Context: an optimization exercise on an open-source flow, tuned for small area, a short achievable clock period and few clock cycles per item. The choices shown serve that exercise and are no tape-out recipe.
The RTL was checked by simulation tests, not by an equivalence proof against the original design.

===== design/flow/run.sh =====
#!/bin/bash
# synth_recipe.tcl (not shown) runs the flow's synth.tcl, then flattens the netlist and writes it again
# the make line also repeats each setting of config.mk as NAME=value (left out here)
make -C /OpenROAD-flow-scripts/flow DESIGN_CONFIG=/design/flow/config.mk WORK_HOME=/design/flow/orfs CLKGATE_MAP_FILE= SYNTH_SCRIPT=/design/flow/synth_recipe.tcl finish

===== design/flow/config.mk =====
export PLATFORM = sky130hd
export DESIGN_NAME = olx_fpu32
export DESIGN_NICKNAME = olx_fpu32
export VERILOG_FILES = /design/flow/design.v
export SDC_FILE = /design/flow/constraint.sdc
export NUM_CORES = 4
export LEC_CHECK = 0
export CAP_MARGIN = 20
export CORE_MARGIN = 2
export CORE_UTILIZATION = 40
export SLEW_MARGIN = 20

===== design/flow/constraint.sdc =====
create_clock -name core_clock -period 32.0 [get_ports {clk}]
set_input_delay 6.4000 -clock core_clock [delete_from_list [all_inputs] [get_ports {clk}]]
set_output_delay 6.4000 -clock core_clock [all_outputs]
set_load 0.01 [all_outputs]

===== design/flow/design.v =====
module fpu32_fma (
    input  wire [31:0] a,
    input  wire [31:0] b,
    input  wire [31:0] c,
    output reg  [31:0] r
);
    localparam [31:0] QNAN = 32'h7FC0_0000;
    wire        sa = a[31], sb = b[31], sc = c[31];
    wire [7:0]  xa = a[30:23], xb = b[30:23], xc = c[30:23];
    wire [22:0] fa = a[22:0],  fb = b[22:0],  fc = c[22:0];
    wire a_nan  = (xa == 8'hFF) && (fa != 0);
    wire b_nan  = (xb == 8'hFF) && (fb != 0);
    wire c_nan  = (xc == 8'hFF) && (fc != 0);
    wire a_inf  = (xa == 8'hFF) && (fa == 0);
    wire b_inf  = (xb == 8'hFF) && (fb == 0);
    wire c_inf  = (xc == 8'hFF) && (fc == 0);
    wire a_zero = (xa == 8'h00) && (fa == 0);
    wire b_zero = (xb == 8'h00) && (fb == 0);
    wire c_zero = (xc == 8'h00) && (fc == 0);
    wire [23:0] siga_raw = {xa != 0, fa};
    wire [23:0] sigb_raw = {xb != 0, fb};
    wire [23:0] sigc_raw = {xc != 0, fc};
    wire signed [11:0] ea_raw = (xa == 0) ? -12'sd126 : $signed({4'b0, xa}) - 12'sd127;
    wire signed [11:0] eb_raw = (xb == 0) ? -12'sd126 : $signed({4'b0, xb}) - 12'sd127;
    wire signed [11:0] ec_raw = (xc == 0) ? -12'sd126 : $signed({4'b0, xc}) - 12'sd127;
    function [4:0] lzc24;
        input [23:0] v;
        integer i;
        begin
            lzc24 = 5'd24;
            for (i = 0; i <= 23; i = i + 1)
                if (v[i])
                    lzc24 = 5'd23 - i[4:0];
        end
    endfunction
    wire [4:0] lza = lzc24(siga_raw);
    wire [4:0] lzb = lzc24(sigb_raw);
    wire [4:0] lzc = lzc24(sigc_raw);
    wire [23:0] siga = siga_raw << lza;
    wire [23:0] sigb = sigb_raw << lzb;
    wire [23:0] sigc = sigc_raw << lzc;
    wire signed [11:0] ea = ea_raw - $signed({7'b0, lza});
    wire signed [11:0] eb = eb_raw - $signed({7'b0, lzb});
    wire signed [11:0] ec = ec_raw - $signed({7'b0, lzc});
    wire        sp   = sa ^ sb;
    wire [47:0] mp   = siga * sigb;
    wire signed [11:0] ep = ea + eb;
    wire [47:0] mc   = {1'b0, sigc, 23'b0};
    wire signed [11:0] d_pc = ep - ec;
    wire        p_big = c_zero || (d_pc >= 0);
    wire [47:0] m_big   = p_big ? mp : mc;
    wire [47:0] m_small = p_big ? (c_zero ? 48'd0 : mc) : mp;
    wire signed [11:0] e_big = p_big ? ep : ec;
    wire        s_big   = p_big ? sp : sc;
    wire [11:0] d_abs   = p_big ? d_pc : -d_pc;
    wire [6:0]  d_sh    = (d_abs > 12'd51) ? 7'd51 : d_abs[6:0];
    wire [101:0] small_wide = {m_small, 3'b000, 51'b0} >> d_sh;
    wire         small_st   = |small_wide[50:0];
    wire [51:0]  w_big      = {m_big, 4'b0000};
    wire [51:0]  w_small    = {small_wide[101:51], small_st};
    wire        eff_sub = sp ^ sc;
    wire [52:0] sum     = {1'b0, w_big} + {1'b0, w_small};
    wire [52:0] diff    = {1'b0, w_big} - {1'b0, w_small};
    wire        neg     = eff_sub && diff[52];
    wire [52:0] mag     = eff_sub ? (neg ? -diff : diff) : sum;
    wire        s_res   = s_big ^ neg;
    function [5:0] lead53;
        input [52:0] v;
        integer i;
        begin
            lead53 = 6'd0;
            for (i = 0; i <= 52; i = i + 1)
                if (v[i])
                    lead53 = i[5:0];
        end
    endfunction
    wire [5:0]  lead     = lead53(mag);
    wire signed [11:0] sh_norm = 12'sd52 - $signed({6'b0, lead});   
    wire signed [11:0] sh_sub  = e_big + 12'sd128;                 
    wire        is_normal = (sh_sub >= sh_norm);
    wire signed [11:0] biased  = e_big + 12'sd77 + $signed({6'b0, lead});
    reg  [52:0] nrm;
    reg         nrm_st;
    reg  [11:0] rsh;
    always @* begin
        nrm_st = 1'b0;
        rsh    = 12'd0;
        if (is_normal)
            nrm = mag << sh_norm[5:0];
        else if (sh_sub >= 0)
            nrm = mag << sh_sub[5:0];
        else begin
            rsh    = (-sh_sub > 12'sd54) ? 12'd54 : -sh_sub;
            nrm    = mag >> rsh[5:0];
            nrm_st = |(mag & ((53'd1 << rsh[5:0]) - 53'd1));
        end
    end
    wire [23:0] kept   = nrm[52:29];
    wire        rbit   = nrm[28];
    wire        stbit  = (|nrm[27:0]) | nrm_st;
    wire        up     = rbit & (stbit | kept[0]);
    wire [24:0] mant   = {1'b0, kept} + {24'd0, up};
    wire [11:0] ebase  = is_normal ? biased - 12'sd1 : 12'sd0;
    wire [34:0] pk = {ebase, 23'b0} + {10'd0, mant};
    wire        ovf    = (pk[34:23] >= 12'd255);
    wire [31:0] rounded = ovf ? {s_res, 8'hFF, 23'd0} : {s_res, pk[30:0]};
    wire p_nan  = a_nan || b_nan || (a_inf && b_zero) || (b_inf && a_zero);
    wire p_inf  = a_inf || b_inf;
    wire p_zero = a_zero || b_zero;
    always @* begin
        if (p_nan || c_nan)
            r = QNAN;
        else if (p_inf)
            r = (c_inf && (sc != sp)) ? QNAN : {sp, 8'hFF, 23'd0};
        else if (c_inf)
            r = {sc, 8'hFF, 23'd0};
        else if (p_zero)
            r = c_zero ? {sp & sc, 31'd0} : c;
        else if (mag == 53'd0)
            r = 32'd0;
        else
            r = rounded;
    end
endmodule
module olx_fpu32 (
    input  wire        clk,
    input  wire        rst,
    input  wire        in_valid,
    output wire        in_ready,
    input  wire [3:0]  in_op,
    input  wire [31:0] in_a,
    input  wire [31:0] in_b,
    input  wire [31:0] in_c,
    output reg         out_valid,
    output reg  [31:0] out_result
);
    localparam [3:0] OP_FADD = 4'h0, OP_FSUB = 4'h1, OP_FMUL = 4'h2,
                     OP_FMIN = 4'h5, OP_FMAX = 4'h6, OP_FMADD = 4'h7,
                     OP_FEQ = 4'h8, OP_FLT = 4'h9, OP_FLE = 4'hA,
                     OP_FNEG = 4'hB, OP_FABS = 4'hC;
    localparam [31:0] ONE = 32'h3F80_0000, NEG_ZERO = 32'h8000_0000,
                      QNAN = 32'h7FC0_0000;
    assign in_ready = 1'b1;
    reg        v_q;
    reg [3:0]  op_q;
    reg [31:0] a_q, b_q, c_q;
    always @(posedge clk) begin
        if (rst)
            v_q <= 1'b0;
        else
            v_q <= in_valid;
        if (in_valid) begin
            op_q <= in_op;
            a_q  <= in_a;
            b_q  <= in_b;
            c_q  <= in_c;
        end
    end
    reg [31:0] fa, fb, fc;
    always @* begin
        case (op_q)
            OP_FADD: begin fa = a_q; fb = ONE; fc = b_q; end
            OP_FSUB: begin fa = a_q; fb = ONE; fc = {~b_q[31], b_q[30:0]}; end
            OP_FMUL: begin fa = a_q; fb = b_q; fc = NEG_ZERO; end
            default: begin fa = a_q; fb = b_q; fc = c_q; end
        endcase
    end
    wire [31:0] fma_r;
    fpu32_fma u_fma (.a(fa), .b(fb), .c(fc), .r(fma_r));
    wire a_nan  = (a_q[30:23] == 8'hFF) && (a_q[22:0] != 0);
    wire b_nan  = (b_q[30:23] == 8'hFF) && (b_q[22:0] != 0);
    wire both_zero = (a_q[30:0] == 0) && (b_q[30:0] == 0);
    reg a_lt_b;
    always @* begin
        if (a_q[31] != b_q[31])
            a_lt_b = a_q[31];
        else if (a_q[31])
            a_lt_b = a_q[30:0] > b_q[30:0];
        else
            a_lt_b = a_q[30:0] < b_q[30:0];
    end
    wire a_eq_b = (a_q == b_q);
    wire feq = !a_nan && !b_nan && (a_eq_b || both_zero);
    wire flt = !a_nan && !b_nan && a_lt_b && !both_zero;
    wire fle = feq || flt;
    reg [31:0] minmax;
    always @* begin
        if (a_nan && b_nan)
            minmax = QNAN;
        else if (a_nan)
            minmax = b_q;
        else if (b_nan)
            minmax = a_q;
        else if (op_q == OP_FMIN)
            minmax = (a_lt_b || a_eq_b) ? a_q : b_q;
        else
            minmax = (!a_lt_b) ? a_q : b_q;
    end
    reg [31:0] result;
    always @* begin
        case (op_q)
            OP_FMIN, OP_FMAX: result = minmax;
            OP_FEQ:           result = {31'd0, feq};
            OP_FLT:           result = {31'd0, flt};
            OP_FLE:           result = {31'd0, fle};
            OP_FNEG:          result = {~a_q[31], a_q[30:0]};
            OP_FABS:          result = {1'b0, a_q[30:0]};
            default:          result = fma_r;
        endcase
    end
    always @(posedge clk) begin
        if (rst)
            out_valid <= 1'b0;
        else
            out_valid <= v_q;
        if (v_q)
            out_result <= result;
    end
endmodule

==> summary.txt <==
## flip-flops by register name, summed over array words and instances, names as in the netlist
signal / flops
op_q: 4
v_q: 1
out_valid: 1
out_result: 32
a_q: 32
b_q: 32
c_q: 32
## cell families after synthesis
kind of cell	count (synthesis)	share of synthesized area, %
muxes	322	5.91
xor gates and xnor gates	233	3.24
and+or+nand+nor	3353	24.4
other	1	0.00585
AOI/OAI and AO/OA	2675	28.5
adders and majority gates	869	22.8
DFF	134	6.25
buffers and inverters	1432	8.86
## repair_timing
item	in CTS	in global routing
hold endpoints to repair	0	0
hold buffers	0	0
resized for setup	0	0
endpoints found under the setup margin	0	9
## cell type report
cell class                      instances  area, sq um
Timing Repair Buffer                  397         3320
Antenna cell                            2         5.00
Inverter                              811         3050
Tap cell                             2072         2590
Fill cell                           16500        90300
Multi-Input combinational cell       7453        54800
Clock inverter                         13          195
Sequential cell                       134         4000
Clock buffer                           19          433
## critical path: cells and delay by family, from the launching register on
family                   cells  cell delay, ns
AND/OR/NAND/NOR             29            9.10
flip-flops                   1            0.56
multiplexers                 1            0.60
adder cells (fa/ha/maj)     12            5.12
buffers and inverters       16            4.02
AO/OA/AOI/OAI               27           10.45
XOR/XNOR                     2            0.72
## stage by stage
stage / instance area [sq um] / instances
CTS: 68400 / 10900
global placement: 67700 / 10900
detailed placement: 67800 / 10900
global route: 68400 / 10900
floorplan: 64100 / 9019
finish: 68400 / 10900
## worst paths after layout
| check | from | end | slack (ns) | cells past startpoint |
|---|---|---|---|---|
| setup / recovery | op_q[1]$_DFFE_PP_ | out_result[9]$_DFFE_PP_ | 1.03 | 87 |
| hold reg to reg | v_q$_SDFF_PP0_ | out_valid$_SDFF_PP0_ | 0.46 | 1 |
| hold / removal | v_q$_SDFF_PP0_ | out_valid$_SDFF_PP0_ | 0.46 | 1 |
| setup reg to reg | op_q[1]$_DFFE_PP_ | out_result[9]$_DFFE_PP_ | 1.03 | 87 |
## synthesized netlist by cell type, types with 132 or more instances
cell type                  number
sky130_fd_sc_hd__nand2_1      966
sky130_fd_sc_hd__ha_1         372
sky130_fd_sc_hd__nor3_1       279
sky130_fd_sc_hd__nand3_1      252
sky130_fd_sc_hd__fa_1         497
sky130_fd_sc_hd__xnor2_1      163
sky130_fd_sc_hd__o21ai_0      500
sky130_fd_sc_hd__edfxtp_1     132
sky130_fd_sc_hd__clkbuf_1     441
sky130_fd_sc_hd__inv_1        793
sky130_fd_sc_hd__a21oi_1      614
sky130_fd_sc_hd__a211oi_1     140
sky130_fd_sc_hd__nor2_1      1067
sky130_fd_sc_hd__mux2i_1      208
## per-layer routing
| layer | global-route usage (%) | share of wire [%] | vias to the layer above |
|---|---|---|---|
| met5 | 0 | 0.012 | - |
| met4 | 23.6 | 7.4 | 6 |
| met3 | 7.74 | 10 | 1123 |
| met2 | 62.6 | 44 | 4974 |
| met1 | 51.7 | 39 | 35900 |
| li1 | - | - | 32100 |
==> results.toml <==
[detailed_routing]
drc_errors = 0
drtAntennaViolNets = 0
drt-wirelength-per-cell_um = 31.3
first_pass_iters = 13
drt-total-wl_mm = 341
vias = 74100
route.detailed.vias_per_inst = 6.80
1st_iter_drt_viols = 10300

[job]
maxCapViolations = 0

[logic_synthesis]
synthFlopType = "sky130_fd_sc_hd__edfxtp_1"
synth_enable_flop_cells = 132
postSynthAreaPerCell_sq_um = 7.10
netlist_top_cells_area = "sky130_fd_sc_hd__fa_1, sky130_fd_sc_hd__ha_1, sky130_fd_sc_hd__nor2_1"
postSynth.asyncResetShare_pct = 0
synthesis.area_sq_um = 64100
postSynthRegisterBits = 134
synthesis.nets = 9991
postSynthCellCount = 9019
synth_largest_type_area_fraction_pct = 15.5
synth_area_leader_cell = "sky130_fd_sc_hd__fa_1"
yosysSeqAreaShare_pct = 6.25
synth_cell_type_count = 130
yosysWarnings = 2

[setup_path]
worst_ep_required_time_ns = 32.18
setup.worst_path.class = "flip-flop to flip-flop"
library_cell_appearing_most_often_on_the_critical_path = "sky130_fd_sc_hd__inv_1"
worst_setup_path_start_kind = "flip-flop"
slowest_stage = "sky130_fd_sc_hd__a2111oi_0"
arrival_ns = 31.15
maximum_net_fanout_on_the_critical_path = 71
crit_path_max_incr_delay_ns = 0.90
worstSetupEndpointType = "flip-flop"

[clock_tree]
clock_sinks = 134
clkTransAtPathRegs_ns = 0.07
cts_tree = "done"
tritoncts.num_buffers = 17
clk-insertion-delay-late_ns = 0.44
ctsLongestPathBuffers = 2
clock-root-buffer = "sky130_fd_sc_hd__clkbuf_16"
post-cts-setup-buffer-count = 0
ctsHtreeMaxLevel = 4

[cells_and_area]
finish.utilization_pct = 43.1
final_net_count = 9786
mostFrequentLayoutCells = "sky130_fd_sc_hd__nor2_1, sky130_fd_sc_hd__nand2_1, sky130_fd_sc_hd__inv_1, sky130_fd_sc_hd__a21oi_1"
syn_to_final_growth_pct = 6.79
mostFrequentLayoutCell = "sky130_fd_sc_hd__nor2_1"
final_layout_size_suffix_gt1_share_pct = 7.31

[place]
gp_congestion = 1.07
dpl_worst_slack_ns = 2.35
io_buffer_count = 135
hpwlAfterDp_mm = 272

[global_routing]
grt_pass1_vias = 69700
grt_usage_pct = 40.2
grt_overflow_total = 0
wire_length_of_the_first_global_routing_pass_mm = 492
maximum_number_of_pins_on_one_net_before_global_route_repair = 79
antenna_violations_before_repair = 8

[floorplan]
placementRows = 146
core_area_sq_um = 159000
effective_utilization_at_floorplan_pct = 40.4
die-width_um = 404
ioPinCount = 137
die_area_sq_um = 163000
die_boundary_height_um = 404

[timing]
achievable-frequency_ghz = 0.0323
final_period_minus_worst_setup_slack_ns = 30.97
hold_ws_ns = 0.460
slew_viol_final = 0
worst_slew_pin_slew_ns = 1.21
grt_setup_unrepaired = "false"
postLayoutSetupSlackWorst_ns = 1.03
slew_headroom_pct = 18.6
final.setup.tns_ns = 0
finClkSkew_ns = 0.0103
final-hold-violation-count = 0
timing.final.crit_share_pct = 96.8
setup-violations-final = 0

[outcome]
outcome = "finished clean"

[hold_path]
worst_hold_path_type = "flip-flop to flip-flop"
Testbench counts, summed over its fixed seeds: cycles 80,004, items 80,000.

-- what the ideal ports hide --
The flow's constraints put no driver on any port. The routed layout listed below was extracted and timed again, unchanged, in two steps. Step 1: set_driving_cell puts a clkbuf_16 on clk and a buf_2 on each other input, an assumption about the parent block. Step 2 also shifts input and output timing later by t, the mid clock arrival at the registers, as if the neighbouring blocks saw the same clock. Slacks: ideal / step 1 / step 2; pairs: ideal / step 1.
shift t [ns]: 0.487
setup slack, ns: 1.025 / 1.025 / 1.025
worst slew at a driven data input, ns: 0.10
After both steps setup and hold are still met in this run. The setup slack of this run moves by 0.000 ns with the drivers and by 0.000 ns with both steps.
